Background: an optimization exercise with open tools, aiming at small area, a short achievable clock period and few clock cycles per item. Do not read the settings as production practice.
Where RTL was checked, it was by simulation tests only, not by an equivalence proof against the original.
The RTL of run 6 was laid out without a check of its function.
No activity file was given, so power comes from the tool's default toggle rates.

<file path="design.v">
module rafter_sweep (
    input  wire         clk,
    input  wire         rst,
    input  wire         in_valid,
    output reg          in_ready,
    input  wire         first_pass,    
    input  wire         present,       
    input  wire [9:0]   p_i,           
    input  wire [15:0]  p_a,           
    input  wire [2:0]   p_h,           
    input  wire [31:0]  p_t,           
    input  wire [9:0]   ipeak,
    input  wire [31:0]  hold,
    input  wire [9:0]   decay,
    input  wire [3:0]   edge_count,    
    input  wire [63:0]  e_d,           
    input  wire [63:0]  e_a,           
    input  wire [63:0]  e_mask,        
    input  wire [87:0]  e_speed,       
    input  wire [79:0]  s_i,           
    input  wire [127:0] s_a,           
    input  wire [23:0]  s_h,           
    output reg          out_valid,
    input  wire         out_ready,
    output wire [9:0]   q_i,
    output wire [15:0]  q_a,
    output wire [2:0]   q_h,
    output wire [31:0]  q_t,
    output wire         refreshed
);
    function automatic gt10(input [9:0] a, input [9:0] b);
        integer i;
        reg     cy;
        begin
            cy = 1'b0;
            for (i = 0; i < 10; i = i + 1)
                cy = (a[i] & ~b[i]) | ((a[i] | ~b[i]) & cy);
            gt10 = cy;
        end
    endfunction
    wire [7:0]  pv_d;
    wire [79:0] c_d;
    wire [87:0] sa_lo_d;
    wire [7:0]  sa_hi_d;
    genvar g;
    generate
        for (g = 0; g < 8; g = g + 1) begin : edge_p
            wire [7:0]  a    = e_a[g*8 +: 8];
            wire [7:0]  mask = e_mask[g*8 +: 8];
            wire [9:0]  si   = s_i[g*10 +: 10];
            wire [2:0]  sh   = s_h[g*3 +: 3];
            wire [10:0] df   = {1'b0, si} - {3'b000, a};    
            assign pv_d[g]          = !present && (edge_count > g) && mask[sh] && !df[10];
            assign c_d[g*10 +: 10]  = df[9:0];
            assign sa_lo_d[g*11 +: 11] = s_a[g*16 +: 11];
            assign sa_hi_d[g]       = |s_a[g*16+11 +: 5];
        end
    endgenerate
    reg         v0;
    reg         r_first_pass, r_present;
    reg [9:0]   r_p_i;
    reg [15:0]  r_p_a;
    reg [2:0]   r_p_h;
    reg [31:0]  r_p_t;
    reg [9:0]   r_ipeak;
    reg [31:0]  r_hold;
    reg [9:0]   r_decay;
    reg [7:0]   r_pv;
    reg [79:0]  r_c;
    reg [63:0]  r_e_d;
    reg [87:0]  r_e_speed;
    reg [87:0]  r_s_a;         
    reg [7:0]   r_s_a_hi;      
    reg [23:0]  r_s_h;
    always @(posedge clk) begin
        v0           <= !rst && acc;
        r_first_pass <= first_pass;
        r_present    <= present;
        r_p_i        <= p_i;
        r_p_a        <= p_a;
        r_p_h        <= p_h;
        r_p_t        <= p_t;
        r_ipeak      <= ipeak;
        r_hold       <= hold;
        r_decay      <= decay;
        r_pv         <= pv_d;
        r_c          <= c_d;
        r_e_d        <= e_d;
        r_e_speed    <= e_speed;
        r_s_a        <= sa_lo_d;
        r_s_a_hi     <= sa_hi_d;
        r_s_h        <= s_h;
    end
    wire        inj     = r_first_pass && r_present && (r_p_i < r_ipeak);
    wire        t_zero  = (r_p_t == 32'd0);
    wire        do_dec  = r_first_pass && !r_present && !t_zero;
    wire        do_fade = r_first_pass && !r_present && t_zero;
    wire [9:0]  faded   = (r_p_i > r_decay) ? r_p_i - r_decay : 10'd0;
    wire [9:0]  i0      = inj ? r_ipeak : (do_fade ? faded : r_p_i);
    wire        h_clr   = do_fade && (faded == 10'd0);
    wire        t_hold0 = r_first_pass && r_present;
    wire [31:0] t0      = r_p_t - {31'd0, do_dec};
    wire [7:0]  v;
    wire [9:0]  c  [0:7];
    wire [2:0]  hh [0:7];
    generate
        for (g = 0; g < 8; g = g + 1) begin : edge_q
            wire        d_ok;
            rs_dcmp u_dcmp (
                .d   (r_e_d[g*8 +: 8]),
                .spd (r_e_speed[g*11 +: 11]),
                .sa  (r_s_a[g*11 +: 11]),
                .sa_hi (r_s_a_hi[g]),
                .ok  (d_ok)
            );
            assign v[g]  = r_pv[g] && d_ok && (r_c[g*10 +: 10] != 10'd0);
            assign c[g]  = r_c[g*10 +: 10];
            assign hh[g] = r_s_h[g*3 +: 3];
        end
    endgenerate
    wire [3:0] r1, m1v;
    generate
        for (g = 0; g < 4; g = g + 1) begin : lvl1
            assign r1[g]  = v[2*g+1] && (!v[2*g] || gt10(c[2*g+1], c[2*g]));
            assign m1v[g] = v[2*g] || v[2*g+1];
        end
    endgenerate
    wire [9:0] m2c [0:1];
    wire [2:0] m2h [0:1];
    wire [1:0] m2v;
    generate
        for (g = 0; g < 2; g = g + 1) begin : lvl2
            wire [3:0] x;
            assign x[0] = gt10(c[4*g+2], c[4*g]);
            assign x[1] = gt10(c[4*g+2], c[4*g+1]);
            assign x[2] = gt10(c[4*g+3], c[4*g]);
            assign x[3] = gt10(c[4*g+3], c[4*g+1]);
            wire       gtr = x[{r1[2*g+1], r1[2*g]}];
            wire       r2  = m1v[2*g+1] && (!m1v[2*g] || gtr);
            wire [3:0] pk;
            assign pk[0] = !r2 && !r1[2*g];
            assign pk[1] = !r2 &&  r1[2*g];
            assign pk[2] =  r2 && !r1[2*g+1];
            assign pk[3] =  r2 &&  r1[2*g+1];
            assign m2c[g] = ({10{pk[0]}} & c[4*g])   | ({10{pk[1]}} & c[4*g+1]) |
                            ({10{pk[2]}} & c[4*g+2]) | ({10{pk[3]}} & c[4*g+3]);
            assign m2h[g] = ({3{pk[0]}} & hh[4*g])   | ({3{pk[1]}} & hh[4*g+1]) |
                            ({3{pk[2]}} & hh[4*g+2]) | ({3{pk[3]}} & hh[4*g+3]);
            assign m2v[g] = m1v[2*g] || m1v[2*g+1];
        end
    endgenerate
    wire       r3  = m2v[1] && (!m2v[0] || gt10(m2c[1], m2c[0]));
    wire [9:0] mc  = r3 ? m2c[1] : m2c[0];
    wire [2:0] mh  = r3 ? m2h[1] : m2h[0];
    wire       mv  = m2v[0] || m2v[1];
    wire take = mv && gt10(mc, i0);
    wire sust = mv && !gt10(i0, mc);
    wire [61:0] res = {
        take ? mc : i0,
        (take || inj) ? 16'd0 : r_p_a,
        take ? mh : (h_clr ? 3'd0 : r_p_h),
        (sust || t_hold0) ? r_hold : t0,
        take || inj
    };
    reg [61:0] hd, s1, s2;
    reg [1:0]  cnt;
    wire       vq     = (cnt != 2'd0);                  
    wire       rdy    = !((cnt == 2'd3) || (cnt == 2'd2 && v0));   
    wire       deliver = vq && out_ready;
    wire       acc    = in_valid && rdy;
    wire [2:0] base   = {1'b0, cnt} + {2'd0, v0};
    wire [1:0] cnt_d  = base[1:0] - 2'd1;
    wire [1:0] cnt_n  = deliver ? cnt_d : base[1:0];
    wire       val_n  = deliver ? (base >= 3'd2) : (base != 3'd0);
    wire       rdy_d  = !acc || (base <= 3'd2);
    wire       rdy_k  = acc ? (base <= 3'd1) : (base <= 3'd2);
    wire       rdy_n  = deliver ? rdy_d : rdy_k;
    always @(posedge clk) begin
        if (!vq || out_ready)               hd <= (cnt >= 2'd2) ? s1 : res;
        if (out_ready || cnt <= 2'd1)       s1 <= (cnt == 2'd3) ? s2 : res;
        if (out_ready || cnt <= 2'd2)       s2 <= res;
    end
    always @(posedge clk) begin
        if (rst) begin
            cnt       <= 2'd0;
            out_valid <= 1'b0;
            in_ready  <= 1'b1;
        end else begin
            cnt       <= cnt_n;
            out_valid <= val_n;
            in_ready  <= rdy_n;
        end
    end
    assign {q_i, q_a, q_h, q_t, refreshed} = hd;
endmodule
module rs_dcmp (
    input  wire [7:0]  d,
    input  wire [10:0] spd,
    input  wire [10:0] sa,       
    input  wire        sa_hi,    
    output wire        ok
);
    wire [87:0] pn;
    genvar i, j;
    generate
        for (i = 0; i < 8; i = i + 1) begin : pr
            for (j = 0; j < 11; j = j + 1) begin : pc
                assign pn[i*11+j] = ~(d[i] & spd[j]);
            end
        end
    endgenerate
    wire w1, w2;
    rs_fa  uw1 (.a(pn[6]), .b(pn[16]), .c(1'b1), .s(w1), .co(w2));
    wire w3, w4;
    rs_fa  uw3 (.a(pn[7]), .b(pn[17]), .c(pn[27]), .s(w3), .co(w4));
    wire w5, w6;
    rs_fa  uw5 (.a(pn[37]), .b(pn[47]), .c(1'b1), .s(w5), .co(w6));
    wire w7, w8;
    rs_fa  uw7 (.a(pn[8]), .b(pn[18]), .c(pn[28]), .s(w7), .co(w8));
    wire w9, w10;
    rs_fa  uw9 (.a(pn[38]), .b(pn[48]), .c(pn[58]), .s(w9), .co(w10));
    wire w11, w12;
    rs_fa  uw11 (.a(pn[68]), .b(pn[78]), .c(1'b1), .s(w11), .co(w12));
    wire w13, w14;
    rs_fa  uw13 (.a(pn[9]), .b(pn[19]), .c(pn[29]), .s(w13), .co(w14));
    wire w15, w16;
    rs_fa  uw15 (.a(pn[39]), .b(pn[49]), .c(pn[59]), .s(w15), .co(w16));
    wire w17, w18;
    rs_fa  uw17 (.a(pn[69]), .b(pn[79]), .c(sa[1]), .s(w17), .co(w18));
    wire w19, w20;
    rs_fa  uw19 (.a(pn[10]), .b(pn[20]), .c(pn[30]), .s(w19), .co(w20));
    wire w21, w22;
    rs_fa  uw21 (.a(pn[40]), .b(pn[50]), .c(pn[60]), .s(w21), .co(w22));
    wire w23, w24;
    rs_fa  uw23 (.a(pn[70]), .b(pn[80]), .c(sa[2]), .s(w23), .co(w24));
    wire w25, w26;
    rs_fa  uw25 (.a(pn[21]), .b(pn[31]), .c(pn[41]), .s(w25), .co(w26));
    wire w27, w28;
    rs_fa  uw27 (.a(pn[51]), .b(pn[61]), .c(pn[71]), .s(w27), .co(w28));
    wire w29, w30;
    rs_fa  uw29 (.a(pn[81]), .b(sa[3]), .c(1'b1), .s(w29), .co(w30));
    wire w31, w32;
    rs_fa  uw31 (.a(pn[32]), .b(pn[42]), .c(pn[52]), .s(w31), .co(w32));
    wire w33, w34;
    rs_fa  uw33 (.a(pn[62]), .b(pn[72]), .c(pn[82]), .s(w33), .co(w34));
    wire w35, w36;
    rs_fa  uw35 (.a(pn[43]), .b(pn[53]), .c(pn[63]), .s(w35), .co(w36));
    wire w37, w38;
    rs_fa  uw37 (.a(pn[4]), .b(pn[14]), .c(1'b1), .s(w37), .co(w38));
    wire w39, w40;
    rs_fa  uw39 (.a(pn[5]), .b(pn[15]), .c(pn[25]), .s(w39), .co(w40));
    wire w41, w42;
    rs_fa  uw41 (.a(pn[35]), .b(pn[45]), .c(1'b1), .s(w41), .co(w42));
    wire w43, w44;
    rs_fa  uw43 (.a(w1), .b(pn[26]), .c(pn[36]), .s(w43), .co(w44));
    wire w45, w46;
    rs_fa  uw45 (.a(pn[46]), .b(pn[56]), .c(pn[66]), .s(w45), .co(w46));
    wire w47, w48;
    rs_fa  uw47 (.a(w2), .b(w3), .c(w5), .s(w47), .co(w48));
    wire w49, w50;
    rs_fa  uw49 (.a(pn[57]), .b(pn[67]), .c(pn[77]), .s(w49), .co(w50));
    wire w51, w52;
    rs_fa  uw51 (.a(w4), .b(w6), .c(w7), .s(w51), .co(w52));
    wire w53, w54;
    rs_fa  uw53 (.a(w9), .b(w11), .c(sa[0]), .s(w53), .co(w54));
    wire w55, w56;
    rs_fa  uw55 (.a(w8), .b(w10), .c(w12), .s(w55), .co(w56));
    wire w57, w58;
    rs_fa  uw57 (.a(w13), .b(w15), .c(w17), .s(w57), .co(w58));
    wire w59, w60;
    rs_fa  uw59 (.a(w14), .b(w16), .c(w18), .s(w59), .co(w60));
    wire w61, w62;
    rs_fa  uw61 (.a(w19), .b(w21), .c(w23), .s(w61), .co(w62));
    wire w63, w64;
    rs_fa  uw63 (.a(w20), .b(w22), .c(w24), .s(w63), .co(w64));
    wire w65, w66;
    rs_fa  uw65 (.a(w25), .b(w27), .c(w29), .s(w65), .co(w66));
    wire w67, w68;
    rs_fa  uw67 (.a(w26), .b(w28), .c(w30), .s(w67), .co(w68));
    wire w69, w70;
    rs_fa  uw69 (.a(w31), .b(w33), .c(sa[4]), .s(w69), .co(w70));
    wire w71, w72;
    rs_fa  uw71 (.a(w32), .b(w34), .c(w35), .s(w71), .co(w72));
    wire w73, w74;
    rs_fa  uw73 (.a(pn[73]), .b(pn[83]), .c(sa[5]), .s(w73), .co(w74));
    wire w75, w76;
    rs_fa  uw75 (.a(w36), .b(pn[54]), .c(pn[64]), .s(w75), .co(w76));
    wire w77, w78;
    rs_fa  uw77 (.a(pn[74]), .b(pn[84]), .c(sa[6]), .s(w77), .co(w78));
    wire w79, w80;
    rs_fa  uw79 (.a(pn[65]), .b(pn[75]), .c(pn[85]), .s(w79), .co(w80));
    wire w81, w82;
    rs_fa  uw81 (.a(pn[3]), .b(pn[13]), .c(1'b1), .s(w81), .co(w82));
    wire w83, w84;
    rs_fa  uw83 (.a(w37), .b(pn[24]), .c(pn[34]), .s(w83), .co(w84));
    wire w85, w86;
    rs_fa  uw85 (.a(w38), .b(w39), .c(w41), .s(w85), .co(w86));
    wire w87, w88;
    rs_fa  uw87 (.a(w40), .b(w42), .c(w43), .s(w87), .co(w88));
    wire w89, w90;
    rs_fa  uw89 (.a(w44), .b(w46), .c(w47), .s(w89), .co(w90));
    wire w91, w92;
    rs_fa  uw91 (.a(w48), .b(w50), .c(w51), .s(w91), .co(w92));
    wire w93, w94;
    rs_fa  uw93 (.a(w52), .b(w54), .c(w55), .s(w93), .co(w94));
    wire w95, w96;
    rs_fa  uw95 (.a(w56), .b(w58), .c(w59), .s(w95), .co(w96));
    wire w97, w98;
    rs_fa  uw97 (.a(w60), .b(w62), .c(w63), .s(w97), .co(w98));
    wire w99, w100;
    rs_fa  uw99 (.a(w64), .b(w66), .c(w67), .s(w99), .co(w100));
    wire w101, w102;
    rs_fa  uw101 (.a(w68), .b(w70), .c(w71), .s(w101), .co(w102));
    wire w103, w104;
    rs_fa  uw103 (.a(w72), .b(w74), .c(w75), .s(w103), .co(w104));
    wire w105, w106;
    rs_fa  uw105 (.a(w76), .b(w78), .c(w79), .s(w105), .co(w106));
    wire w107, w108;
    rs_fa  uw107 (.a(w80), .b(pn[76]), .c(pn[86]), .s(w107), .co(w108));
    wire w109, w110;
    rs_fa  uw109 (.a(pn[2]), .b(pn[12]), .c(1'b1), .s(w109), .co(w110));
    wire w111, w112;
    rs_fa  uw111 (.a(w81), .b(pn[23]), .c(pn[33]), .s(w111), .co(w112));
    wire w113, w114;
    rs_fa  uw113 (.a(w82), .b(w83), .c(pn[44]), .s(w113), .co(w114));
    wire w115, w116;
    rs_fa  uw115 (.a(w84), .b(w85), .c(pn[55]), .s(w115), .co(w116));
    wire w117, w118;
    rs_fa  uw117 (.a(w86), .b(w87), .c(w45), .s(w117), .co(w118));
    wire w119, w120;
    rs_fa  uw119 (.a(w88), .b(w89), .c(w49), .s(w119), .co(w120));
    wire w121, w122;
    rs_fa  uw121 (.a(w90), .b(w91), .c(w53), .s(w121), .co(w122));
    wire w123, w124;
    rs_fa  uw123 (.a(w92), .b(w93), .c(w57), .s(w123), .co(w124));
    wire w125, w126;
    rs_fa  uw125 (.a(w94), .b(w95), .c(w61), .s(w125), .co(w126));
    wire w127, w128;
    rs_fa  uw127 (.a(w96), .b(w97), .c(w65), .s(w127), .co(w128));
    wire w129, w130;
    rs_fa  uw129 (.a(w98), .b(w99), .c(w69), .s(w129), .co(w130));
    wire w131, w132;
    rs_fa  uw131 (.a(w100), .b(w101), .c(w73), .s(w131), .co(w132));
    wire w133, w134;
    rs_fa  uw133 (.a(w102), .b(w103), .c(w77), .s(w133), .co(w134));
    wire w135, w136;
    rs_fa  uw135 (.a(w104), .b(w105), .c(sa[7]), .s(w135), .co(w136));
    wire w137, w138;
    rs_fa  uw137 (.a(w106), .b(w107), .c(sa[8]), .s(w137), .co(w138));
    wire w139, w140;
    rs_fa  uw139 (.a(w108), .b(pn[87]), .c(sa[9]), .s(w139), .co(w140));
    wire [19:0] r1n = {1'b1, w140, w138, w136, w134, w132, w130, w128, w126, w124, w122, w120, w118, w116, w114, w112, w110, w109, pn[1], pn[0]};
    wire [19:0] r2n = {1'b1, sa[10], w139, w137, w135, w133, w131, w129, w127, w125, w123, w121, w119, w117, w115, w113, w111, pn[22], pn[11], 1'b1};
    wire [18:0] gg = r1n[18:0] & r2n[18:0];
    wire [18:0] pp = r1n[18:0] | r2n[18:0];
    wire cg1 = gg[1] | (pp[1] & pp[0]);
    wire cg2 = gg[3] | (pp[3] & gg[2]);
    wire cp2 = pp[3] & pp[2];
    wire cg3 = cg2 | (cp2 & cg1);
    wire cg4 = gg[5] | (pp[5] & gg[4]);
    wire cp4 = pp[5] & pp[4];
    wire cg5 = gg[8] | (pp[8] & gg[7]);
    wire cp5 = pp[8] & pp[7];
    wire cg6 = cg5 | (cp5 & gg[6]);
    wire cp6 = cp5 & pp[6];
    wire cg7 = cg6 | (cp6 & cg4);
    wire cp7 = cp6 & cp4;
    wire cg8 = cg7 | (cp7 & cg3);
    wire cg9 = gg[10] | (pp[10] & gg[9]);
    wire cp9 = pp[10] & pp[9];
    wire cg10 = gg[13] | (pp[13] & gg[12]);
    wire cp10 = pp[13] & pp[12];
    wire cg11 = cg10 | (cp10 & gg[11]);
    wire cp11 = cp10 & pp[11];
    wire cg12 = cg11 | (cp11 & cg9);
    wire cp12 = cp11 & cp9;
    wire cg13 = gg[15] | (pp[15] & gg[14]);
    wire cp13 = pp[15] & pp[14];
    wire cg14 = gg[18] | (pp[18] & gg[17]);
    wire cp14 = pp[18] & pp[17];
    wire cg15 = cg14 | (cp14 & gg[16]);
    wire cp15 = cp14 & pp[16];
    wire cg16 = cg15 | (cp15 & cg13);
    wire cp16 = cp15 & cp13;
    wire cg17 = cg16 | (cp16 & cg12);
    wire cp17 = cp16 & cp12;
    wire cg18 = cg17 | (cp17 & cg8);
    wire u19 = r1n[19] ^ r2n[19] ^ cg18;
    assign ok = sa_hi | u19;
endmodule
module rs_fa (
    input  wire a, b, c,
    output wire s, co
);
    assign s  = a ^ b ^ c;
    assign co = (a & b) | (a & c) | (b & c);
endmodule
</file>
<file path="flow/run.sh">
#!/bin/bash
# The standard layout, with the port buffers made of the platform's
# smallest buffer (buf_1), and timing repair asked to leave 30.5 ns of setup
# slack at the design's 40 ns clock.
set -euo pipefail
export BUFFER_PORTS_ARGS="-buffer_cell sky130_fd_sc_hd__buf_1"
export SETUP_SLACK_MARGIN=30.5
export TNS_END_PERCENT=100
bash standard.sh > standard.log 2>&1
</file>
<file path="standard.sh">
#!/bin/bash
# synth_recipe.tcl (not shown) runs the flow's synth.tcl, then flattens the netlist and writes it again
# the make line also repeats each setting of config.mk as NAME=value (left out here)
make -C /OpenROAD-flow-scripts/flow DESIGN_CONFIG=/design/flow/config.mk WORK_HOME=/design/flow/orfs CLKGATE_MAP_FILE= SYNTH_SCRIPT=/design/flow/synth_recipe.tcl "${@:-finish}"
</file>
<file path="config.mk">
export PLATFORM = sky130hd
export DESIGN_NAME = rafter_sweep
export DESIGN_NICKNAME = rafter_sweep
export VERILOG_FILES = /design/flow/design.v
export SDC_FILE = /design/flow/constraint.sdc
export NUM_CORES = 4
export LEC_CHECK = 0
export CAP_MARGIN = 20
export CORE_MARGIN = 2
export CORE_UTILIZATION = 40
export CTS_CLUSTER_DIAMETER = 200
export CTS_CLUSTER_SIZE = 24
export SLEW_MARGIN = 20
export SYNTH_HIERARCHICAL = 1
export SYNTH_MINIMUM_KEEP_SIZE = 0
</file>
<file path="constraint.sdc">
create_clock -name core_clock -period 40.0 [get_ports {clk}]
set_input_delay 8.0000 -clock core_clock [delete_from_list [all_inputs] [get_ports {clk}]]
set_output_delay 8.0000 -clock core_clock [all_outputs]
set_load 0.01 [all_outputs]
</file>
==> results of run 1 <==
## final cells by class
class	count	area [sq um]
sequential	666	15300
timing repair buffer	742	3000
inverter	238	1020
antenna	15	37.5
clock inverter	2	28.8
multi-input combinational	3121	27300
tap	1403	1760
clock buffer	44	825
fill	10100	58100
## where the power goes
part | leakage, nW | switching, W | internal, W
sequential | 6.05 | 0.000105 | 0.000879
clock | 0.411 | 0.000230 | 0.000145
combinational | 12.3 | 0.000714 | 0.000523
total | 18.7 | 0.00105 | 0.00155
## cell usage in the layout (no fill, tap or decap), types with 46 or more instances in the layout
cell type | netlist | routed
a21o_1 | 69 | 69
a21oi_1 | 80 | 77
buf_1 | 1 | 690
conb_1 | 8 | 64
dfxtp_1 | 480 | 410
dfxtp_2 | 0 | 56
edfxtp_1 | 186 | 186
fa_1 | 570 | 562
ha_1 | 92 | 75
inv_1 | 237 | 222
mux2i_1 | 78 | 67
nand2_1 | 917 | 915
nand2b_1 | 69 | 67
nand3_1 | 47 | 46
nor2_1 | 142 | 142
nor2b_1 | 56 | 55
nor3_1 | 55 | 52
o21ai_0 | 145 | 126
o21ai_1 | 38 | 52
xor2_1 | 72 | 72
## metal layers
layer / routed length [um] / vias up / track usage [%]
li1: - / 15400 / -
met1: 55300 / 16700 / 30.6
met2: 64400 / 1296 / 40.4
met3: 7870 / 247 / 3.27
met4: 5180 / 10 / 8.29
met5: 69 / - / 0
## timing repair
item                                   CTS  global route
gates resized for setup                 58           115
setup endpoints to repair              190           195
pin swaps                                9            17
hold buffers                             0             0
setup buffers                           15            12
endpoints found under the hold margin    0             0
gates cloned                             2             3
## Yosys stat by module, one instance, submodules excluded
module        copies in the design  flip-flops and latches  cells
rafter_sweep                     1                     666   2447
rs_fa                          560                       0      1
rs_dcmp                          8                       0    146
## path summary, 6_finish.rpt
kind / from / to / slack, ns
setup / recovery: s_i[20] / r_pv[2] / 30.59
hold / removal: s1[10] / hd[10] / 0.52
setup reg to reg: r_e_speed[3] / hd[57] / 30.82
hold reg to reg: s1[10] / hd[10] / 0.52
## per-stage QoR
| stage | setup slack (ns) | hold slack (ns) |
|---|---|---|
| 3_3_place_gp | 29.03 | 0.498 |
| 6_report | 30.59 | 0.525 |
| 3_5_place_dp | 28.76 | 0.507 |
| 5_1_grt | 30.41 | 0.555 |
| 4_1_cts | 30.50 | 0.526 |
| 2_1_floorplan | 29.72 | 0.496 |
## sequential cells by signal, indices dropped and copies added (netlist names), 16 cells and up
name,cells
r_e_d,64
r_c,80
r_p_a,16
r_e_speed,88
r_hold,32
s2,62
hd,62
r_s_h,24
r_s_a,88
s1,62
r_p_t,32
## worst max-delay path, stage by stage
cell and delay, ns:
clkbuf_2 0.17, inv_12 0.03, ha_4 0.16, fa_2 0.39, nor2b_1 0.12, o21ai_1 0.07, nand2b_1 0.10, a21o_1 0.12
a21o_1 0.13, a21o_1 0.16, nand2_1 0.08, a2111oi_1 0.44
## synth_stat cells, types with 15 or more instances
cell type,count
a211oi_1,40
a21o_1,69
a21oi_1,80
a222oi_1,18
a22oi_1,18
a311oi_1,23
a31oi_1,45
and3_1,32
clkbuf_1,182
dfxtp_1,480
edfxtp_1,186
fa_1,570
ha_1,92
inv_1,237
maj3_1,25
mux2_2,17
mux2i_1,78
mux4_2,16
nand2_1,917
nand2b_1,69
nand3_1,47
nor2_1,142
nor2b_1,56
nor3_1,55
nor4_1,29
o2111ai_1,15
o211ai_1,34
o21ai_0,145
o21ai_1,38
o221ai_1,17
o22ai_1,38
or3_1,15
xnor2_1,29
xor2_1,72
## cells by family after synthesis
group	synth area share (%)
XOR/XNOR	2.04
AO/OA/AOI/OAI	11.5
flip-flops	35.0
buffers and inverters	4.19
multiplexers	3.16
AND/OR/NAND/NOR	14.4
other	0.0692
adder cells (fa/ha/maj)	29.6
==> impl_metrics.toml, run 1 <==
[global_routing]
grt_pass1_vias = 34500
grt_antenna_before_repair = 22
gr-total-overflow = 0
grt_max_degree = 83
grt_use_total_pct = 23.6
grt_pass1_wl_mm = 203

[sta]
setup-tns-final_ns = 0
period_share_pct = 23.5
finalSetupViolations = 0
fin_crit_ns = 9.41
timing.fmax_ghz = 0.106
slew_viol_final = 0
skew_ns = 0.0299
hold_violations = 0
rsz0062_at_grt = "false"
worst_slew_pin_slew_ns = 1.01
slew_headroom_pct = 32.5

[route]
drt.antenna.violating_nets = 0
viasPerCell = 5.40
drc = 0
wl_per_cell_um = 21.3
first_pass_iters = 7
routed_wl_mm = 133
drt-initial-drc-count = 2564
vias = 33600

[hold_path]
hold_path_class = "register to register"
hold_depth = 2

[cts]
root_buffer = "clkbuf_16"
htreeDepth = 1
path_clk_slew_ns = 0.10
clockBufferDepth = 3
cts_buffers = 31
clkLatencyLatePin_ns = 0.71
cts_tree = "yes"
clock-sinks = 666

[logic_synthesis]
post-synth-top-area-fraction_pct = 26.3
synth_enable_flop_cells = 186
synth_flop_cell = "dfxtp_1"
synthTopCellsByArea = "fa_1 26%, dfxtp_1 22%, edfxtp_1 13%"
syn-instance-count = 4175
syn-cell-area_sq_um = 43400
ys_seq_area_share_pct = 35.0
syn_avg_cell_area_sq_um = 10.4
yosys.area.top_type = "fa_1"
ys_ff_latch = 666
synthDistinctLibCells = 87
async_flop_share_pct = 0
yosysWarnings = 7

[placed_design]
dp_hpwl_mm = 105
dp.cells = 6138
place_area_sq_um = 47600
gp_congestion = 0.942
portBuffers = 698

[critical_path]
critical_path.max_fanout = 2
rr_worst_depth = 30
critPathRequiredTime_ns = 40.58
path_class = "input port to register"
arrival_ns = 9.99
endpoint_kind = "register"
startpoint_type = "input port"

[final_layout]
syn_to_final_growth_pct = 13.5
drive_gt1_share_pct = 6.90
fin_area_sq_um = 49200
fin_util_pct = 45.9
nNetsFinal = 6097
fin_cells = 6231

[floorplan]
die_h_um = 333
coreArea_sq_um = 107000
start_util_pct = 40.4
die_x_um = 333
core.rowCount = 120
num_io_pins = 699
fp.dieArea_sq_um = 111000

[run_status]
status = "timing/DRC/antenna clean"

[power]
peakVddDrop_uv = 43.2
powerDensity_nw_per_um2 = 52.7
p_total_w = 0.00260
p_leak_nw = 18.7

[run]
cap_viol_max_count = 0
Testbench counts, summed over its fixed seeds: cycles 20,496, items 20,480.
==> inputs of run 2 (changes only) <==
--- a/flow/run.sh
+++ b/flow/run.sh
@@ -4,6 +4,6 @@
 # slack at the design's 40 ns clock.
 set -euo pipefail
 export BUFFER_PORTS_ARGS="-buffer_cell sky130_fd_sc_hd__buf_1"
-export SETUP_SLACK_MARGIN=30.5
+export SETUP_SLACK_MARGIN=30.7
 export TNS_END_PERCENT=100
 bash standard.sh > standard.log 2>&1
--- a/config.mk
+++ b/config.mk
@@ -9,7 +9,7 @@
 export CORE_MARGIN = 2
 export CORE_UTILIZATION = 40
 export CTS_CLUSTER_DIAMETER = 200
-export CTS_CLUSTER_SIZE = 24
+export CTS_CLUSTER_SIZE = 20
 export SLEW_MARGIN = 20
 export SYNTH_HIERARCHICAL = 1
 export SYNTH_MINIMUM_KEEP_SIZE = 0
==> run 2 against run 1 <==
Effect of this change: largest cell class unchanged; highest routed layer unchanged; first-iteration DRC count shrank 6.4%; largest power group unchanged; clock-buffer cell count grew 8; final cell count grew 1.3%; still clean on timing, DRC and antenna.
==> impl_metrics.toml, run 2 <==
[floorplan]
die_h_um = 333
start_util_pct = 40.4
coreArea_sq_um = 107000
num_io_pins = 699
core.rowCount = 120
die_x_um = 333
fp.dieArea_sq_um = 111000

[sta]
slew_headroom_pct = 24.9
fin_crit_ns = 9.42
rsz0062_at_grt = "true"
timing.fmax_ghz = 0.106
worst_slack_ns = 30.58
setup-tns-final_ns = 0
hold_violations = 0
period_share_pct = 23.5
finalSetupViolations = 0
skew_ns = 0.0277
worst_slew_pin_slew_ns = 1.13
slew_viol_final = 0
whs_ns = 0.528

[logic_synthesis]
ys_ff_latch = 666
synth_flop_cell = "dfxtp_1"
async_flop_share_pct = 0
synth_enable_flop_cells = 186
post-synth-top-area-fraction_pct = 26.3
synthTopCellsByArea = "fa_1 26%, dfxtp_1 22%, edfxtp_1 13%"
syn-instance-count = 4175
syn-cell-area_sq_um = 43400
syn_avg_cell_area_sq_um = 10.4
yosysWarnings = 7
yosys.area.top_type = "fa_1"
synthDistinctLibCells = 87
ys_seq_area_share_pct = 35.0
yosys-top-cells-count = "917 x nand2_1, 570 x fa_1, 480 x dfxtp_1, 237 x inv_1, 186 x edfxtp_1"
yosysMostFrequentCell = "nand2_1"

[route]
first_pass_iters = 9
viasPerCell = 5.39
wl_per_cell_um = 21.4
routed_wl_mm = 135
vias = 34000
drt-initial-drc-count = 2400
drc = 0
drt.antenna.violating_nets = 0

[critical_path]
critical_path.max_fanout = 2
r2r_slack_ns = 30.95
rr_worst_depth = 28
reg2reg_from = "r_e_d[11]"
startpoint_type = "input port"
path_class = "input port to register"
worstReg2RegEnd = "s2[54]"
critPathRequiredTime_ns = 40.55
arrival_ns = 9.97
endpoint_kind = "register"

[hold_path]
hp-start = "s2[20]"
hold_path_class = "register to register"
holdPathEnd = "s1[20]"
hold_depth = 2

[run_status]
status = "timing/DRC/antenna clean"

[global_routing]
grt_pass1_vias = 34900
grt_pass1_wl_mm = 207
grt_antenna_before_repair = 14
grt_use_total_pct = 24.2
gr-total-overflow = 0
grt_max_degree = 76

[cts]
clkLatencyLatePin_ns = 0.65
cts_buffers = 39
cts_hold_buf = 0
clockBufferDepth = 3
path_clk_slew_ns = 0.09
cts_tree = "yes"
clock-sinks = 666
htreeDepth = 2
root_buffer = "clkbuf_16"

[final_layout]
n_fill_cell = 10000
nNetsFinal = 6183
final_cell_mix = "907 x nand2_1, 659 x buf_1, 560 x fa_1, 376 x dfxtp_1, 221 x inv_1"
reg_top3 = "r_e_speed (88), r_s_a (88), r_c (80)"
drive_gt1_share_pct = 10.6
syn_to_final_growth_pct = 16.9
fin_area_sq_um = 50700
final_common_cell = "nand2_1"

[placed_design]
pre_cts_slack_ns = 28.83
place_area_sq_um = 47700
gp_congestion = 0.943
dp_hpwl_mm = 106
portBuffers = 698

[power]
p_leak_nw = 19.5
powerDensity_nw_per_um2 = 53.1
peakVddDrop_uv = 43.1

[run]
cap_viol_max_count = 0
==> run 2: cell count changes in the layout (fill, tap and decap cells not counted), sizes merged <==
cell    before  now
buf        735  811
and2         6    7
a21o        72   71
clkbuf      51   61
inv        239  240
clkinv       1    2
diode       15    7
==> run 2: kinds of logic (layout without fill, tap and decap cells) <==
group                    count (synthesis)  after routing  synth area share, %
AO/OA/AOI/OAI                          720            721                 11.5
XOR/XNOR                               101            101                 2.04
adder cells (fa/ha/maj)                691            691                 29.6
buffers and inverters                  449           1114                 4.19
flip-flops                             666            666                 35.0
multiplexers                           114            114                 3.16
other                                    8             71               0.0692
AND/OR/NAND/NOR                       1426           1430                 14.4
==> run 2: area by class of cell <==
cell class / count / area (sq um) / share of cell area (%)
Sequential cell: 666 / 15400 / 30.4
Clock buffer: 52 / 1020 / 2.02
Timing Repair Buffer: 820 / 3840 / 7.57
Inverter: 238 / 1030 / 2.03
Tap cell: 1403 / 1760 / 3.46
Multi-Input combinational cell: 3121 / 27500 / 54.3
Antenna cell: 7 / 17.5 / 0.0345
Clock inverter: 4 / 96.3 / 0.190
==> run 2: report_power, final <==
part,switching (W),internal (W),total (W),leakage (nW)
Sequential,0.000105,0.000879,0.000984,6.06
Combinational,0.000729,0.000551,0.00128,12.9
Clock,0.000244,0.000184,0.000428,0.536
Total,0.00108,0.00161,0.00269,19.5
==> run 2: per-stage QoR <==
| stage | instances | total power, W | util (%) |
|---|---|---|---|
| after floorplan | 4231 | 0.00184 | - |
| after global placement | 6140 | 0.00216 | 44.4 |
| after detailed placement | 6140 | 0.00218 | 44.4 |
| after CTS | 6231 | 0.00265 | 46.1 |
| after global routing | 6310 | 0.00288 | 47.3 |
| final | 6311 | 0.00269 | 47.3 |
==> run 2: worst max-delay path by stage <==
stage / from / to / slack, ns / cells after the start
3_5_place_dp: r_e_d[11] / hd[44] / 28.83 / 29
5_1_grt: e_a[41] / r_c[59] / 30.54 / 12
3_3_place_gp: r_e_d[11] / s2[52] / 29.05 / 29
6_report: e_a[41] / r_c[59] / 30.58 / 12
2_1_floorplan: out_ready / s2[0] / 29.72 / 1
4_1_cts: s_i[40] / r_pv[4] / 30.62 / 13
==> run 2: repair_timing <==
action / in CTS / in global routing
setup buffers: 32 / 70
gates resized for setup: 155 / 201
endpoints found under the hold margin: 0 / 0
pin swaps: 33 / 88
setup endpoints to repair: 259 / 209
gates cloned: 3 / 3
==> run 2: worst max-delay path, stage by stage <==
cell and delay [ns]:
buf_8 0.11, inv_6 0.04, ha_4 0.18, nor2b_4 0.12, o21ai_2 0.10, nand2b_1 0.09
a21o_1 0.19, a21o_1 0.20, a21o_1 0.17, a21o_1 0.20, a211oi_2 0.31, xor2_2 0.25
==> run 2: routing by layer <==
layer  share of wire, %  GRT usage, %  vias up
li1                   -             -    15500
met1                 41          31.2    17000
met2                 49          41.6     1278
met3                6.2          3.50      235
met4                3.5          8.00        8
met5              0.033             0        -
==> run 2: Yosys stat by module, one instance, submodules excluded <==
| module | area [sq um] | times used |
|---|---|---|
| rafter_sweep | 26800 | 1 |
| rs_dcmp | 673 | 8 |
| rs_fa | 20.0 | 560 |
==> inputs of run 3 (changes only) <==
--- a/flow/run.sh
+++ b/flow/run.sh
@@ -4,6 +4,6 @@
 # slack at the design's 40 ns clock.
 set -euo pipefail
 export BUFFER_PORTS_ARGS="-buffer_cell sky130_fd_sc_hd__buf_1"
-export SETUP_SLACK_MARGIN=30.7
+export SETUP_SLACK_MARGIN=30.2
 export TNS_END_PERCENT=100
 bash standard.sh > standard.log 2>&1
==> run 3 against run 2 <==
Effect of this change: still clean; sequential power about the same; global-route usage shrank 0.29 points; sequential cell count is the same; final cell count fell by 1.4%; die area unchanged; critical path depth is the same; non-clock buffer count down 87; register-to-register slack got worse by 0.36 ns; clock power down 0.9%; wire length fell by 1.5%; sequential share of layout area increased by 0.90 points; combinational power down 6%; critical path type unchanged; largest cell class unchanged; highest routed layer unchanged.
==> impl_metrics.toml, run 3 <==
[hold_path]
hold_path_class = "register to register"

[final_layout]
syn_to_final_growth_pct = 12.3
drive_gt1_share_pct = 4.74
multi_input_area_sq_um = 26800
final_common_cell = "nand2_1"
reg_top3 = "r_e_speed (88), r_s_a (88), r_c (80)"
final_cell_mix = "916 x nand2_1, 697 x buf_1, 569 x fa_1, 440 x dfxtp_1, 237 x inv_1"
regArea_sq_um = 15300
fin_cells = 6225
n_fill_cell = 10300
nNetsFinal = 6094

[floorplan]
num_io_pins = 699
fp.dieArea_sq_um = 111000
core.rowCount = 120
coreArea_sq_um = 107000
start_util_pct = 40.4
die_h_um = 333
die_x_um = 333

[logic_synthesis]
yosys-top-cells-count = "917 x nand2_1, 570 x fa_1, 480 x dfxtp_1, 237 x inv_1, 186 x edfxtp_1"
syn-instance-count = 4175
synthDistinctLibCells = 87
synth_enable_flop_cells = 186
yosysWarnings = 7
ys_seq_area_share_pct = 35.0
yosys.area.top_type = "fa_1"
ys_ff_latch = 666
async_flop_share_pct = 0
post-synth-top-area-fraction_pct = 26.3
synth_flop_cell = "dfxtp_1"
yosysMostFrequentCell = "nand2_1"
synthTopCellsByArea = "fa_1 26%, dfxtp_1 22%, edfxtp_1 13%"
syn-cell-area_sq_um = 43400
syn_avg_cell_area_sq_um = 10.4

[sta]
finalSetupViolations = 0
worst_slew_pin_slew_ns = 1.13
skew_ns = 0.0315
timing.fmax_ghz = 0.102
rsz0062_at_grt = "true"
hold_violations = 0
fin_crit_ns = 9.79
slew_viol_final = 0
setup-tns-final_ns = 0
period_share_pct = 24.5
slew_headroom_pct = 24.5

[placed_design]
dp_hpwl_mm = 106
dp.cells = 6138
portBuffers = 698
gp_congestion = 0.930

[critical_path]
arrival_ns = 10.32
worstPathCellList = "buf_1 > inv_1 > ha_1 > nor2b_1 > o21ai_0 > nand2b_1 > a21o_1 > a21o_2 > a21o_1 > a21o_1 > a211oi_2 > xor2_1"
crit_family = "compound AO/OA/AOI/OAI gates"
crit_top_cell = "a21o_1"
cp_num_buf_inv = 2
slowest_delay_ns = 0.31
path_class = "input port to register"
critPathRequiredTime_ns = 40.53
endpoint_kind = "register"
startpoint_type = "input port"
slowest_stage = "xor2_1"
critical_path.max_fanout = 2

[cts]
clkLatencyLatePin_ns = 0.64
htreeDepth = 2
root_buffer = "clkbuf_16"
cts_buffers = 39
cts_tree = "yes"
clockBufferDepth = 3
clock-sinks = 666
path_clk_slew_ns = 0.10

[global_routing]
grt_pass1_vias = 34300
grt_max_degree = 72
grt_antenna_before_repair = 15
grt_use_total_pct = 23.9
grt_pass1_wl_mm = 203
gr-total-overflow = 0

[power]
peakVddDrop_uv = 43.3
powerDensity_nw_per_um2 = 53.5
p_leak_nw = 18.7

[run_status]
status = "timing/DRC/antenna clean"

[route]
routed_wl_mm = 133
wl_per_cell_um = 21.4
drt-initial-drc-count = 2337
drt.antenna.violating_nets = 0
drc = 0
vias = 33400
viasPerCell = 5.36
first_pass_iters = 10

[run]
cap_viol_max_count = 0
run 3: cell counts after synthesis:
No cell type changed its count.
run 3: cells by family (layout without fill, tap and decap cells):
group | Yosys count | in the layout | share of synthesized area (%)
xor+xnor | 101 | 101 | 2.04
mux | 114 | 114 | 3.16
compound gates | 720 | 721 | 11.5
buf+inv | 449 | 1029 | 4.19
simple gates | 1426 | 1428 | 14.4
other cells | 8 | 72 | 0.0692
fa+ha+maj | 691 | 691 | 29.6
flops | 666 | 666 | 35.0
run 3: area by class of cell:
| class | instances | area share [%] |
|---|---|---|
| clock inverter | 4 | 0.134 |
| timing repair buffer | 733 | 5.98 |
| tap | 1403 | 3.60 |
| antenna | 8 | 0.0411 |
| clock buffer | 54 | 2.12 |
| sequential | 666 | 31.3 |
| inverter | 238 | 1.83 |
| multi-input combinational | 3119 | 55.0 |
run 3: through the flow:
stage                     power (W)  instance area, sq um  hold slack (ns)  setup slack (ns)  util (%)
after floorplan             0.00183                 43600            0.496             29.72         -
final                       0.00261                 48700            0.529             30.21      45.4
after CTS                   0.00262                 48500            0.531             30.21      45.2
after global placement      0.00215                 47200            0.497             28.94      44.0
after detailed placement    0.00217                 47200            0.508             28.61      44.0
after global routing        0.00281                 48700            0.546             30.14      45.4
run 3: layer usage:
metal  up-vias  part of all wire, %  track usage [%]  routed length, um
met5         -                0.072                0                 96
met4        16                  3.0             7.92               4020
met3       189                  6.2             3.87               8220
met2      1206                   49             40.7              65700
met1     16600                   41             30.9              55100
li1      15300                    -                -                  -
run 3: report_power, final:
group          internal [W]  switching (W)  total (W)
logic              0.000505       0.000691    0.00120
clock network      0.000184       0.000240   0.000424
registers          0.000879       0.000106   0.000986
run 3: what timing repair did:
item / 4_1_cts / 5_1_grt
cloned: 2 / 1
gates resized for setup: 19 / 62
hold buffers: 0 / 0
pin swaps: 7 / 5
endpoints found under the setup margin: 187 / 191
setup buffers: 14 / 4
run 3: per-module statistics from Yosys, one instance, submodules excluded:
module        flops+latches  times used  cells  area [sq um]
rs_fa                     0         560      1          20.0
rs_dcmp                   0           8    146           673
rafter_sweep            666           1   2447         26800
run 3: path summary, 6_finish.rpt:
kind	to	start	slack [ns]	cells after the start
min reg2reg	s1[20]	s2[20]	0.53	2
max	r_c[9]	e_a[1]	30.21	12
max reg2reg	s2[61]	r_e_d[47]	30.59	31
min	s1[20]	s2[20]	0.53	2
run 3: worst min-delay path: stages (launching register included):
cell      delay [ns]
edfxtp_1        0.33
nand2_1         0.04
o21ai_0         0.06
==> inputs of run 4 (changes only) <==
--- a/flow/run.sh
+++ b/flow/run.sh
@@ -4,6 +4,6 @@
 # slack at the design's 40 ns clock.
 set -euo pipefail
 export BUFFER_PORTS_ARGS="-buffer_cell sky130_fd_sc_hd__buf_1"
-export SETUP_SLACK_MARGIN=30.2
+export SETUP_SLACK_MARGIN=30.5
 export TNS_END_PERCENT=100
 bash standard.sh > standard.log 2>&1
==> run 4 against run 3 <==
Effect of this change: clock skew up 0.016 ns; highest routed layer unchanged; maximum frequency up 3.9%; sequential share of layout area down 0.44 points; global-route usage about the same; still clean on timing, DRC and antenna; clock-buffer cell count unchanged; register-to-register slack better by 0.17 ns; cell area up 1.9%.
==> impl_metrics.toml, run 4 <==
[sta]
skew_ns = 0.0474
rsz0062_at_grt = "false"
hold_violations = 0
finalSetupViolations = 0
timing.fmax_ghz = 0.106
slew_viol_final = 0
slew_headroom_pct = 32.4
setup-tns-final_ns = 0
worst_slew_pin_slew_ns = 1.01
fin_crit_ns = 9.42
period_share_pct = 23.6

[cts]
path_clk_slew_ns = 0.08
cts_buffers = 39
cts_tree = "yes"
clockBufferDepth = 3
clock-sinks = 666
htreeDepth = 2
clkLatencyLatePin_ns = 0.66
root_buffer = "clkbuf_16"

[final_layout]
nNetsFinal = 6112
n_fill_cell = 10100
syn_to_final_growth_pct = 14.5
final_common_cell = "nand2_1"
fin_util_pct = 46.3
drive_gt1_share_pct = 7.45
reg_top3 = "r_e_speed (88), r_s_a (88), r_c (80)"
final_cell_mix = "913 x nand2_1, 688 x buf_1, 562 x fa_1, 409 x dfxtp_1, 221 x inv_1"

[critical_path]
path_class = "input port to register"
critPathRequiredTime_ns = 40.51
arrival_ns = 9.93
endpoint_kind = "register"
critical_path.max_fanout = 2
startpoint_type = "input port"

[floorplan]
coreArea_sq_um = 107000
start_util_pct = 40.4
die_h_um = 333
num_io_pins = 699
die_x_um = 333
fp.dieArea_sq_um = 111000
core.rowCount = 120

[route]
drc = 0
wl_per_cell_um = 21.4
first_pass_iters = 7
drt.antenna.violating_nets = 0
routed_wl_mm = 134
drt-initial-drc-count = 2489
vias = 33600
viasPerCell = 5.37

[logic_synthesis]
ys_ff_latch = 666
synth_enable_flop_cells = 186
synthDistinctLibCells = 87
post-synth-top-area-fraction_pct = 26.3
syn_avg_cell_area_sq_um = 10.4
synthTopCellsByArea = "fa_1 26%, dfxtp_1 22%, edfxtp_1 13%"
yosysWarnings = 7
yosys.area.top_type = "fa_1"
syn-instance-count = 4175
syn-cell-area_sq_um = 43400
ys_seq_area_share_pct = 35.0
synth_flop_cell = "dfxtp_1"
async_flop_share_pct = 0
yosys-top-cells-count = "917 x nand2_1, 570 x fa_1, 480 x dfxtp_1, 237 x inv_1, 186 x edfxtp_1"
yosysMostFrequentCell = "nand2_1"

[placed_design]
portBuffers = 698
gp_congestion = 0.942
dp_hpwl_mm = 105

[global_routing]
grt_pass1_vias = 34700
grt_use_total_pct = 23.8
gr-total-overflow = 0
grt_max_degree = 83
grt_antenna_before_repair = 20
grt_pass1_wl_mm = 204

[power]
p_total_w = 0.00267
p_leak_nw = 18.9
powerDensity_nw_per_um2 = 53.8
peakVddDrop_uv = 42.9

[run_status]
status = "timing/DRC/antenna clean"

[run]
cap_viol_max_count = 0

[hold_path]
hold_path_class = "register to register"
-- run 4: repair_timing --
action | CTS | global route
cloned | 2 | 5
endpoints found under the setup margin | 193 | 195
setup buffers | 16 | 16
hold endpoints to repair | 0 | 0
hold buffers | 0 | 0
pin swaps | 9 | 21
gates resized for setup | 65 | 131
-- run 4: modules after synthesis (local to each module, per instance) --
module,area [sq um],flip-flops and latches
rs_fa,20.0,0
rafter_sweep,26800,666
rs_dcmp,673,0
-- run 4: layer usage --
metal / global-route usage (%) / part of all wire (%) / vias up
met4: 9.48 / 4.2 / 8
li1: - / - / 15400
met5: 0 / 0.037 / -
met2: 40.4 / 48 / 1271
met1: 30.7 / 42 / 16700
met3: 3.46 / 5.9 / 246
-- run 4: cells by family (layout without fill, tap and decap cells) --
family                   count (synthesis)  after routing  share of synthesized area [%]
AND/OR/NAND/NOR                       1426           1430                           14.4
other                                    8             80                         0.0692
AO/OA/AOI/OAI                          720            722                           11.5
flip-flops                             666            666                           35.0
multiplexers                           114            114                           3.16
buffers and inverters                  449           1044                           4.19
XOR/XNOR                               101            101                           2.04
adder cells (fa/ha/maj)                691            691                           29.6
-- run 4: critical path: stages --
cell and delay [ns]:
buf_1 0.16, ha_4 0.22, nor2b_1 0.12, o21ai_1 0.14, nand2b_1 0.10, a21o_1 0.18
a21o_1 0.17, a21o_1 0.16, a21o_1 0.18, a211oi_2 0.21, xor2_1 0.30
-- run 4: metrics by stage --
| stage | instances | setup slack [ns] | hold WS, ns | cell area, sq um |
|---|---|---|---|---|
| after floorplan | 4231 | 29.72 | 0.496 | 44000 |
| after global placement | 6138 | 29.03 | 0.498 | 47600 |
| after detailed placement | 6138 | 28.76 | 0.507 | 47600 |
| after CTS | 6214 | 30.46 | 0.527 | 49000 |
| after global routing | 6248 | 30.40 | 0.551 | 49700 |
| final | 6251 | 30.58 | 0.525 | 49700 |
-- run 4: final timing paths --
| kind | slack [ns] | endpoint | cells past startpoint | startpoint |
|---|---|---|---|---|
| setup reg to reg | 30.76 | s1[52] | 29 | r_e_speed[2] |
| hold / removal | 0.52 | hd[9] | 2 | s1[9] |
| setup / recovery | 30.58 | r_c[69] | 11 | s_i[61] |
| hold reg to reg | 0.52 | hd[9] | 2 | s1[9] |
-- run 4: report_power, final --
group	internal, W	total [W]	leakage, nW	switching (W)
combinational	0.000534	0.00126	12.3	0.000722
clock	0.000185	0.000433	0.538	0.000247
sequential	0.000879	0.000984	6.05	0.000105
total	0.00160	0.00267	18.9	0.00107
-- run 4: layout make-up --
type	instances	area, sq um	share of cell area [%]
multi-input combinational	3122	27300	55.0
sequential	666	15300	30.9
timing repair buffer	748	3070	6.18
tap	1403	1760	3.53
clock buffer	54	1030	2.08
inverter	238	1020	2.05
clock inverter	4	96.3	0.194
antenna	16	40.0	0.0806
==> inputs of run 5 (changes only) <==
==> run.sh (new file) <==
#!/bin/bash
# synth_recipe.tcl (not shown) runs the flow's synth.tcl, then flattens the netlist and writes it again
# the make line also repeats each setting of config.mk as NAME=value (left out here)
make -C /OpenROAD-flow-scripts/flow DESIGN_CONFIG=/design/flow/config.mk WORK_HOME=/design/flow/orfs CLKGATE_MAP_FILE= SYNTH_SCRIPT=/design/flow/synth_recipe.tcl finish
removed: flow/run.sh
removed: standard.sh
==> run 5 against run 4 <==
Effect of this change: global-route usage grew 0.37 points; sequential cell count did not move; non-clock buffer count is 30 lower; via count down 1.8%; core utilization up 2.9 points; worst hold slack got worse by 0.0046 ns; largest power group unchanged; clock skew down 0.015 ns.
==> impl_metrics.toml, run 5 <==
[route]
viasPerCell = 5.31
first_pass_iters = 9
vias = 33000
routed_wl_mm = 134
wl_per_cell_um = 21.6
drc = 0
drt.antenna.violating_nets = 0
drt-initial-drc-count = 2306

[logic_synthesis]
yosysWarnings = 7
synthTopCellsByArea = "fa_1 26%, dfxtp_1 22%, edfxtp_1 13%"
syn-cell-area_sq_um = 43400
synth_flop_cell = "dfxtp_1"
async_flop_share_pct = 0
synth_enable_flop_cells = 186
ys_seq_area_share_pct = 35.0
yosys.area.top_type = "fa_1"
syn_avg_cell_area_sq_um = 10.4
ys_ff_latch = 666
synthDistinctLibCells = 87
syn-instance-count = 4175
yosysMostFrequentCell = "nand2_1"
post-synth-top-area-fraction_pct = 26.3
yosys-top-cells-count = "917 x nand2_1, 570 x fa_1, 480 x dfxtp_1, 237 x inv_1, 186 x edfxtp_1"

[cts]
clkLatencyLatePin_ns = 0.65
cts_buffers = 39
cts_tree = "yes"
clockBufferDepth = 3
path_clk_slew_ns = 0.09
cts_hold_buf = 0
root_buffer = "clkbuf_16"
cts_setup_buffers = 0
clock-sinks = 666
htreeDepth = 2
cts-resized-gates = 0

[critical_path]
endpoint_kind = "register"
crit_family = "compound AO/OA/AOI/OAI gates"
arrival_ns = 11.99
slowest_delay_ns = 0.79
crit_top_cell = "fa_1"
path_class = "register to register"
critPathRequiredTime_ns = 40.37
critical_path.max_fanout = 47
startpoint_type = "register"
slowest_stage = "or2_1"
cp_num_buf_inv = 2

[final_layout]
n_fill_cell = 9947
fin_area_sq_um = 52800
nNetsFinal = 6076
final_common_cell = "nand2_1"
syn_to_final_growth_pct = 21.6
reg_top3 = "r_e_speed (88), r_s_a (88), r_c (80)"
final_cell_mix = "917 x nand2_1, 698 x clkdlybuf4s50_1, 570 x fa_1, 479 x dfxtp_1, 237 x inv_1"
drive_gt1_share_pct = 2.94

[global_routing]
grt_antenna_before_repair = 31
grt_pass1_vias = 34400
grt_max_degree = 96
gr-total-overflow = 0
grt_use_total_pct = 24.2
grt_pass1_wl_mm = 206

[power]
p_leak_nw = 20.5
peakVddDrop_uv = 32.5
powerDensity_nw_per_um2 = 50.4

[sta]
fin_crit_ns = 11.62
slew_viol_final = 0
worst_slew_pin_slew_ns = 0.983
slew_headroom_pct = 34.5
whs_ns = 0.520
timing.fmax_ghz = 0.0860
skew_ns = 0.0328
setup-tns-final_ns = 0
period_share_pct = 29.1
finalSetupViolations = 0
hold_violations = 0
rsz0062_at_grt = "false"

[floorplan]
num_io_pins = 699
die_h_um = 333
fp.dieArea_sq_um = 111000
start_util_pct = 40.4
core.rowCount = 120
coreArea_sq_um = 107000
die_x_um = 333

[placed_design]
dp_hpwl_mm = 107
portBuffers = 698
place_area_sq_um = 51600
gp_congestion = 0.922

[run_status]
status = "timing/DRC/antenna clean"

[run]
cap_viol_max_count = 0

[hold_path]
hold_path_class = "register to register"
[run 5: power by group]
group	switching, W	leakage [nW]	internal (W)
logic	0.000684	13.9	0.000567
registers	0.000102	6.04	0.000879
clock network	0.000242	0.539	0.000185
total	0.00103	20.5	0.00163
[run 5: metrics by stage]
stage                     std cells  setup WS, ns  util, %  total power, W
after detailed placement       6139         28.52     48.1         0.00224
after global routing           6208         27.44     49.1         0.00286
final                          6209         28.38     49.1         0.00266
after floorplan                4231         29.72        -         0.00183
after global placement         6139         28.81     48.1         0.00222
after CTS                      6198         28.46     49.1         0.00268
[run 5: layout make-up]
type	instances	area, sq um	area share (%)
clock inverter	4	96.3	0.183
multi-input combinational	3116	26600	50.5
inverter	238	893	1.69
timing repair buffer	718	7140	13.5
tap	1403	1760	3.33
antenna	9	22.5	0.0427
clock buffer	55	1040	1.96
sequential	666	15200	28.8
[run 5: cells by family (layout without fill, tap and decap cells)]
logic type	Yosys count	in the layout	synth area share, %
and+or+nand+nor	1426	1426	14.4
xor gates and xnor gates	101	101	2.04
adders and majority gates	691	691	29.6
muxes	114	114	3.16
DFF	666	666	35.0
AOI/OAI and AO/OA	720	720	11.5
other	8	73	0.0692
buffers and inverters	449	1015	4.19
[run 5: per-module statistics from Yosys, one instance, submodules excluded]
module | area (sq um) | copies in the design
rs_fa | 20.0 | 560
rs_dcmp | 673 | 8
rafter_sweep | 26800 | 1
[run 5: path summary, 6_finish.rpt]
kind | start | to | slack [ns] | cells past startpoint
setup / recovery | r_e_d[10] | hd[47] | 28.38 | 29
hold / removal | s2[21] | s1[21] | 0.52 | 2
setup reg to reg | r_e_d[10] | hd[47] | 28.38 | 29
hold reg to reg | s2[21] | s1[21] | 0.52 | 2
[run 5: worst reg2reg max path: cells and delay by family (launching register included)]
| kind | cells | cell delay (ns) |
|---|---|---|
| AOI/OAI and AO/OA | 12 | 3.36 |
| buffers and inverters | 2 | 0.71 |
| muxes | 2 | 1.17 |
| and+or+nand+nor | 8 | 3.08 |
| adders and majority gates | 5 | 2.37 |
| DFF | 1 | 0.67 |
[run 5: layer usage]
metal	part of all wire (%)	routed length, um	GRT usage [%]
met1	40	54000	30.3
met2	50	66600	41.7
met3	6.6	8870	4.63
met4	3.5	4660	8.45
met5	0.15	206	0
==> inputs of run 6 (changes only) <==
--- a/design.v
+++ b/design.v
@@ -40,8 +40,6 @@
     endfunction
     wire [7:0]  pv_d;
     wire [79:0] c_d;
-    wire [87:0] sa_lo_d;
-    wire [7:0]  sa_hi_d;
     genvar g;
     generate
         for (g = 0; g < 8; g = g + 1) begin : edge_p
@@ -50,10 +48,16 @@
             wire [9:0]  si   = s_i[g*10 +: 10];
             wire [2:0]  sh   = s_h[g*3 +: 3];
             wire [10:0] df   = {1'b0, si} - {3'b000, a};    
-            assign pv_d[g]          = !present && (edge_count > g) && mask[sh] && !df[10];
+            wire        d_ok;
+            rs_dcmp u_dcmp (
+                .d     (e_d[g*8 +: 8]),
+                .spd   (e_speed[g*11 +: 11]),
+                .sa    (s_a[g*16 +: 11]),
+                .sa_hi (|s_a[g*16+11 +: 5]),
+                .ok    (d_ok)
+            );
+            assign pv_d[g]          = !present && (edge_count > g) && mask[sh] && !df[10] && d_ok;
             assign c_d[g*10 +: 10]  = df[9:0];
-            assign sa_lo_d[g*11 +: 11] = s_a[g*16 +: 11];
-            assign sa_hi_d[g]       = |s_a[g*16+11 +: 5];
         end
     endgenerate
     reg         v0;
@@ -67,10 +71,6 @@
     reg [9:0]   r_decay;
     reg [7:0]   r_pv;
     reg [79:0]  r_c;
-    reg [63:0]  r_e_d;
-    reg [87:0]  r_e_speed;
-    reg [87:0]  r_s_a;         
-    reg [7:0]   r_s_a_hi;      
     reg [23:0]  r_s_h;
     always @(posedge clk) begin
         v0           <= !rst && acc;
@@ -85,10 +85,6 @@
         r_decay      <= decay;
         r_pv         <= pv_d;
         r_c          <= c_d;
-        r_e_d        <= e_d;
-        r_e_speed    <= e_speed;
-        r_s_a        <= sa_lo_d;
-        r_s_a_hi     <= sa_hi_d;
         r_s_h        <= s_h;
     end
     wire        inj     = r_first_pass && r_present && (r_p_i < r_ipeak);
@@ -105,15 +101,7 @@
     wire [2:0]  hh [0:7];
     generate
         for (g = 0; g < 8; g = g + 1) begin : edge_q
-            wire        d_ok;
-            rs_dcmp u_dcmp (
-                .d   (r_e_d[g*8 +: 8]),
-                .spd (r_e_speed[g*11 +: 11]),
-                .sa  (r_s_a[g*11 +: 11]),
-                .sa_hi (r_s_a_hi[g]),
-                .ok  (d_ok)
-            );
-            assign v[g]  = r_pv[g] && d_ok && (r_c[g*10 +: 10] != 10'd0);
+            assign v[g]  = r_pv[g] && (r_c[g*10 +: 10] != 10'd0);
             assign c[g]  = r_c[g*10 +: 10];
             assign hh[g] = r_s_h[g*3 +: 3];
         end
==> flow/run.sh (new file) <==
#!/bin/bash
# The standard layout, with the port buffers made of the platform's
# smallest buffer (buf_1), and timing repair asked to leave 29 ns of setup
# slack at the design's 40 ns clock.
set -euo pipefail
export BUFFER_PORTS_ARGS="-buffer_cell sky130_fd_sc_hd__buf_1"
export SETUP_SLACK_MARGIN=29.0
export TNS_END_PERCENT=100
bash standard.sh > standard.log 2>&1
==> standard.sh (new file) <==
#!/bin/bash
# synth_recipe.tcl (not shown) runs the flow's synth.tcl, then flattens the netlist and writes it again
# the make line also repeats each setting of config.mk as NAME=value (left out here)
make -C /OpenROAD-flow-scripts/flow DESIGN_CONFIG=/design/flow/config.mk WORK_HOME=/design/flow/orfs CLKGATE_MAP_FILE= SYNTH_SCRIPT=/design/flow/synth_recipe.tcl "${@:-finish}"
removed: run.sh
==> run 6 against run 5 <==
Effect of this change: via count down 4.5%; sequential cell count decreased by 248; critical path depth shrank 17; largest cell class unchanged; largest power group unchanged; highest routed layer unchanged.
==> impl_metrics.toml, run 6 <==
[route]
vias = 31500
drt.antenna.violating_nets = 0
first_pass_iters = 7
drt-initial-drc-count = 2161
drc = 0
wl_per_cell_um = 20.2
routed_wl_mm = 118
viasPerCell = 5.39

[logic_synthesis]
yosysMostFrequentCell = "nand2_1"
synth_adder_area_share_pct = 33.8
syn-instance-count = 3878
synth_enable_flop_cells = 186
yosysWarnings = 7
synthDistinctLibCells = 85
ys_seq_area_share_pct = 26.9
ys_ff_latch = 418
yosys-top-cells-count = "928 x nand2_1, 570 x fa_1, 233 x inv_1, 232 x dfxtp_1, 186 x edfxtp_1"
synth_top_family_by_area = "adder cells"
synth_compound_area_share_pct = 12.9
synth-xor-area-share_pct = 2.35
yosys.area.top_type = "fa_1"
syn-cell-area_sq_um = 38000
async_flop_share_pct = 0
syn_avg_cell_area_sq_um = 9.80
synth_mux_area_share_pct = 3.03
synth_flop_cell = "dfxtp_1"
yosys.area_share.simple_pct = 16.4
post-synth-top-area-fraction_pct = 30.0
synthTopCellsByArea = "fa_1 30%, edfxtp_1 15%, dfxtp_1 12%"

[power]
p_leak_nw = 17.5
powerDensity_nw_per_um2 = 46.1
peakVddDrop_uv = 30.0
p_total_w = 0.00208

[final_layout]
final_cell_mix = "872 x nand2_1, 554 x buf_1, 407 x fa_1, 233 x inv_1, 231 x dfxtp_1"
multi_input_area_sq_um = 27100
nNetsFinal = 5842
top_register = "r_c"
final_common_cell = "nand2_1"
syn_to_final_growth_pct = 18.8
fin_area_sq_um = 45200
drive_gt1_share_pct = 12.8
largest_reg_flops = 80
n_fill_cell = 8963
regArea_sq_um = 10200

[global_routing]
gr-total-overflow = 0
grt_use_total_pct = 23.9
grt_pass1_vias = 31700
grt_antenna_before_repair = 31
grt_pass1_wl_mm = 183
grt_max_degree = 88

[cts]
clock-sinks = 418
htreeDepth = 1
cts_tree = "yes"
cts_buffers = 24
path_clk_slew_ns = 0.10
cts_hold_buf = 0
clockBufferDepth = 3
clkLatencyLatePin_ns = 0.59
root_buffer = "clkbuf_16"

[sta]
hold_violations = 0
finalSetupViolations = 0
period_share_pct = 28.6
worst_slew_pin_slew_ns = 1.13
slew_viol_final = 0
worst_slack_ns = 28.55
setup-tns-final_ns = 0
timing.fmax_ghz = 0.0874
skew_ns = 0.0331
fin_crit_ns = 11.45
slew_headroom_pct = 24.4
rsz0062_at_grt = "true"

[critical_path]
critPathRequiredTime_ns = 40.53
path_class = "input port to register"
startpoint_type = "input port"
critical_path.max_fanout = 11
endpoint_kind = "register"
arrival_ns = 11.98

[floorplan]
num_io_pins = 699
coreArea_sq_um = 94600
die_h_um = 312
die_x_um = 312
start_util_pct = 40.2
core.rowCount = 113
fp.dieArea_sq_um = 97500

[hold_path]
hold_path_class = "register to register"

[run_status]
status = "timing/DRC/antenna clean"

[placed_design]
dp_hpwl_mm = 96.0
portBuffers = 698
gp_congestion = 0.920
place_area_sq_um = 42200
pre_cts_slack_ns = 27.43

[run]
cap_viol_max_count = 0
==> run 6: cell types whose count changed in the layout (fill, tap and decap cells not counted), sizes merged, moves of 20 or more <==
| cell | change |
|---|---|
| nand3 | -20 |
| dfxtp | -248 |
| mux2i | -21 |
| a31oi | +26 |
| buf | +751 |
| clkdlybuf4s50 | -698 |
==> run 6: area by class of cell <==
class	instances	share of cell area (%)
antenna	16	0.0886
clock buffer	42	1.55
inverter	236	1.96
multi-input combinational	3085	60.0
sequential	418	22.7
tap	1265	3.50
timing repair buffer	780	10.2
==> run 6: metal layers <==
metal / wire length (um) / track usage (%)
met1: 49300 / 32.2
met2: 57200 / 40.0
met3: 7310 / 3.27
met4: 4270 / 7.59
met5: 176 / 0
==> run 6: final timing paths <==
| kind | cells after the start | start | slack (ns) | endpoint |
|---|---|---|---|---|
| max | 12 | e_d[12] | 28.55 | r_pv[1] |
| min | 2 | s2[16] | 0.53 | s1[16] |
| max reg2reg | 21 | r_c[59] | 31.84 | hd[36] |
| min reg2reg | 2 | s2[16] | 0.53 | s1[16] |
==> run 6: what timing repair did <==
item | 4_1_cts | 5_1_grt
pin swaps | 81 | 86
resized for setup | 465 | 126
cloned | 0 | 1
setup buffers | 48 | 18
endpoints found under the setup margin | 8 | 8
==> run 6: logic make-up after synthesis <==
| kind of cell | after synthesis |
|---|---|
| muxes | 92 |
| and+or+nand+nor | 1419 |
| DFF | 418 |
| buffers and inverters | 431 |
| AOI/OAI and AO/OA | 718 |
| other | 8 |
| adders and majority gates | 690 |
| xor gates and xnor gates | 102 |
==> run 6: critical path, cell delays in order <==
cell and delay, ns:
buf_12 0.11, nand2_2 0.06, fa_1 0.49, fa_1 0.59, fa_1 0.44, fa_1 0.54
o22ai_1 0.07, or3_1 0.40, or4_4 0.43, o211ai_1 0.22, or4b_4 0.51, a21oi_2 0.11
==> run 6: power by group <==
| part | internal (W) | total (W) | switching, W |
|---|---|---|---|
| logic | 0.000496 | 0.00114 | 0.000649 |
| registers | 0.000609 | 0.000672 | 0.0000628 |
| clock network | 0.000119 | 0.000266 | 0.000147 |
| total | 0.00122 | 0.00208 | 0.000859 |
==> run 6: metrics by stage <==
stage	std cells	hold slack [ns]	util, %
finish	5842	0.534	47.8
global route	5837	0.552	47.7
CTS	5806	0.535	47.1
detailed placement	5716	0.513	44.6
global placement	5716	0.501	44.6
floorplan	3934	0.496	-
==> run 6: per-module statistics from Yosys, one instance, submodules excluded <==
module / area (sq um) / cells / flip-flops and latches / times used
rafter_sweep: 21400 / 2150 / 418 / 1
rs_dcmp: 673 / 146 / 0 / 8
rs_fa: 20.0 / 1 / 0 / 560

[re-timing with driven ports]
No port has a modelled driver above. Below, the same layouts with a new extraction and two added sets of constraints. Step 1 assumes that a clkbuf_16 drives the clock port and a buf_2 every other input. Step 2 moves the port delays by t, midway between the first and last clock arrival at a register: inputs arrive t later, outputs are due t later. That takes back most of the time a late clock gives input paths. a / b / c = ideal ports / drivers / drivers and shift; a / b = the first two.
| run | shift t [ns] | setup WS [ns] | worst setup path at the end |
|---|---|---|---|
| run 1 | 0.772 | 30.590 / 30.516 / 29.871 | input to register |
| run 2 | 0.721 | 30.584 / 30.576 / 29.855 | input to register |
| run 3 | 0.703 | 30.208 / 30.257 / 29.555 | input to register |
| run 4 | 0.710 | 30.575 / 30.555 / 29.845 | input to register |
| run 5 | 0.704 | 28.378 / 28.378 / 28.378 | register to register |
| run 6 | 0.640 | 28.552 / 28.542 / 27.902 | input to register |
After both steps every run listed still meets setup and hold. For run 4, which loses most, drivers alone change the setup slack by -0.020 ns; drivers and shift together by -0.730 ns.
